Context: an optimization exercise on an open-source flow, tuned for small area, a short achievable clock period and few clock cycles per item. The choices shown serve that exercise and are no tape-out recipe. Function was checked by simulation only, so behaviour that the tests miss may differ from the original.

## the reference run
// comb_stage
module comb_stage (
    input  wire        clk,
    input  wire        rst,         
    input  wire        in_valid,
    output wire        in_ready,
    input  wire [31:0] a,           
    input  wire [31:0] b,           
    input  wire [31:0] c,           
    input  wire [31:0] u,           
    input  wire        u_ok,        
    input  wire [31:0] v,           
    input  wire        v_ok,        
    output reg         out_valid,
    output reg  [31:0] x,           
    output reg         x_ok,        
    output reg         num          
);
export LEC_CHECK = 0
export CAP_MARGIN = 20
export CORE_MARGIN = 2
export CORE_UTILIZATION = 70
export CTS_CLUSTER_DIAMETER = 120
export CTS_CLUSTER_SIZE = 25
export PLACE_DENSITY = 0.8
export SLEW_MARGIN = 20
export SYNTH_HIERARCHICAL = 1
create_clock -name core_clock -period 45.0 [get_ports {clk}]
standard.sh (not shown) runs the stock make flow with config.mk's settings and CLKGATE_MAP_FILE= SYNTH_SCRIPT=/design/flow/synth_recipe.tcl, a recipe that flattens the netlist after the stock synthesis.
==> flow/flow/run.sh <==
#!/bin/bash
# Layout: the standard flow (standard.sh) with two changes.
#  1. The port buffers the flow inserts on every input and output are
#     sky130_fd_sc_hd__buf_2 cells rather than the resizer's default choice.
#  2. Between synthesis and floorplanning, flow/downsize.tcl swaps the
#     combinational cells of drive strength 2 or more that lie only on short
#     paths (worst setup slack at least 37 ns against the 45 ns clock) for the
#     same function at drive strength 1. Flip-flops are not touched.
# Each tool's output goes to a log of its own here; ORFS also keeps each
# step's log under orfs/logs/.
set -euo pipefail
export BUFFER_PORTS_ARGS="-buffer_cell sky130_fd_sc_hd__buf_2"
bash standard.sh synth > synth.log 2>&1
R="orfs/results/${FLOW_PLATFORM}/comb_stage/base"
DOWNSIZE_LIB="${FLOW_HOME}/platforms/${FLOW_PLATFORM}/lib/sky130_fd_sc_hd__tt_025C_1v80.lib" \
DOWNSIZE_ODB="$R/1_synth.odb" DOWNSIZE_SDC="$R/1_synth.sdc" DOWNSIZE_MIN_SLACK=37.0 \
  openroad -exit flow/downsize.tcl > downsize.log 2>&1
bash standard.sh > standard.log 2>&1
==> flow/flow/downsize.tcl <==
# Swap combinational cells of drive strength 2 or more (buffers, inverters and
# flip-flops excepted) for the same function at drive strength 1 when every
# path through the cell is short: its worst setup slack is at least
# DOWNSIZE_MIN_SLACK ns. Runs on the synthesized design before floorplanning.
set odb $::env(DOWNSIZE_ODB)
read_liberty $::env(DOWNSIZE_LIB)
read_db $odb
read_sdc $::env(DOWNSIZE_SDC)
set_load 0.004 [get_nets *]
set min_slack $::env(DOWNSIZE_MIN_SLACK)
set db [ord::get_db]
set cand {}
foreach inst [[ord::get_db_block] getInsts] {
  set m [$inst getMaster]
  set name [$m getName]
  if {![regexp {^(sky130_fd_sc_hd__(\w+?))_(\d+)$} $name -> base func drive]} { continue }
  if {$drive < 2} { continue }
  if {[regexp {^(buf|clkbuf|dly|clkdly|dfxtp|dfrtp|dfstp|dfxbp|edfxtp|sdf|dlx|conb|tap|fill|decap|diode|inv|clkinv)} $func]} { continue }
  set nm [$db findMaster ${base}_1]
  if {$nm == "NULL" || $nm == ""} { continue }
  set worst 1e9
  foreach it [$inst getITerms] {
    if {![$it isOutputSignal]} { continue }
    set pin [get_pins [$inst getName]/[[$it getMTerm] getName]]
    set s [get_property $pin slack_max]
    if {$s < $worst} { set worst $s }
  }
  if {$worst >= $min_slack} { lappend cand [list $inst $nm] }
}
set n 0
foreach c $cand {
  [lindex $c 0] swapMaster [lindex $c 1]
  incr n
}
puts "downsized $n cells"
write_db $odb
The reference run finished every step from synthesis to the final layout, and the layout passed the timing, design-rule and antenna checks.
Testbench counts of the reference run, summed over its fixed seeds: cycles 16,048, items 16,000.
Inputs modified between the reference run and the trial run:
# the reference run
export LEC_CHECK = 0
export CAP_MARGIN = 20
export CORE_MARGIN = 2
export CORE_UTILIZATION = 70
export CTS_CLUSTER_DIAMETER = 120
export CTS_CLUSTER_SIZE = 25
export PLACE_DENSITY = 0.8
export SLEW_MARGIN = 20
export SYNTH_HIERARCHICAL = 1
create_clock -name core_clock -period 45.0 [get_ports {clk}]
# the trial run
export LEC_CHECK = 0
export CAP_MARGIN = 20
export CORE_MARGIN = 2
export CORE_UTILIZATION = 75
export CTS_CLUSTER_DIAMETER = 120
export CTS_CLUSTER_SIZE = 25
export PLACE_DENSITY = 0.85
export SLEW_MARGIN = 20
export SYNTH_HIERARCHICAL = 1
create_clock -name core_clock -period 45.0 [get_ports {clk}]
-- flow/flow/run.sh --
<<< the reference run, line 7
#     paths (worst setup slack at least 37 ns against the 45 ns clock) for the
>>> the trial run, line 7
#     paths (worst setup slack at least 36.8 ns against the 45 ns clock) for the
<<< the reference run, line 16
DOWNSIZE_ODB="$R/1_synth.odb" DOWNSIZE_SDC="$R/1_synth.sdc" DOWNSIZE_MIN_SLACK=37.0 \
>>> the trial run, line 16
DOWNSIZE_ODB="$R/1_synth.odb" DOWNSIZE_SDC="$R/1_synth.sdc" DOWNSIZE_MIN_SLACK=36.8 \
From the reference run to the trial run, boundary pin count did not move at all. From the reference run to the trial run the numbers moved as follows: via count now larger, utilization now larger, fmax comparable. Compared with the reference run, the trial run shows a count of inserted antenna diode cells that is 4 higher. On sequential fraction of total cell area, the trial run tracks the reference run almost exactly.

==> port drivers added, routing unchanged <==
The flow's constraints put no driver on any port. The routed layouts listed below were extracted and timed again, unchanged, in two steps.
Step 1 (the two cells are an assumption about what drives the block):
set clk [get_ports {clk}]
set_driving_cell -lib_cell sky130_fd_sc_hd__clkbuf_16 $clk
set_driving_cell -lib_cell sky130_fd_sc_hd__buf_2 [delete_from_list [all_inputs] $clk]
Step 2, shift: input delay + t, output delay - t, t = (earliest + latest rising clock arrival at the registers) / 2. This alone moves slack from input paths to output paths.
Three values: ideal, step 1, step 2; two values: the first two.
run | shift t [ns] | setup WS [ns] | cell pins on the clock port's net
the reference run | 0.744 | 34.882 / 34.806 / 35.551 | 1
the trial run | 0.724 | 34.892 / 34.818 / 35.541 | 1
After both steps setup and hold are still met in every run listed.
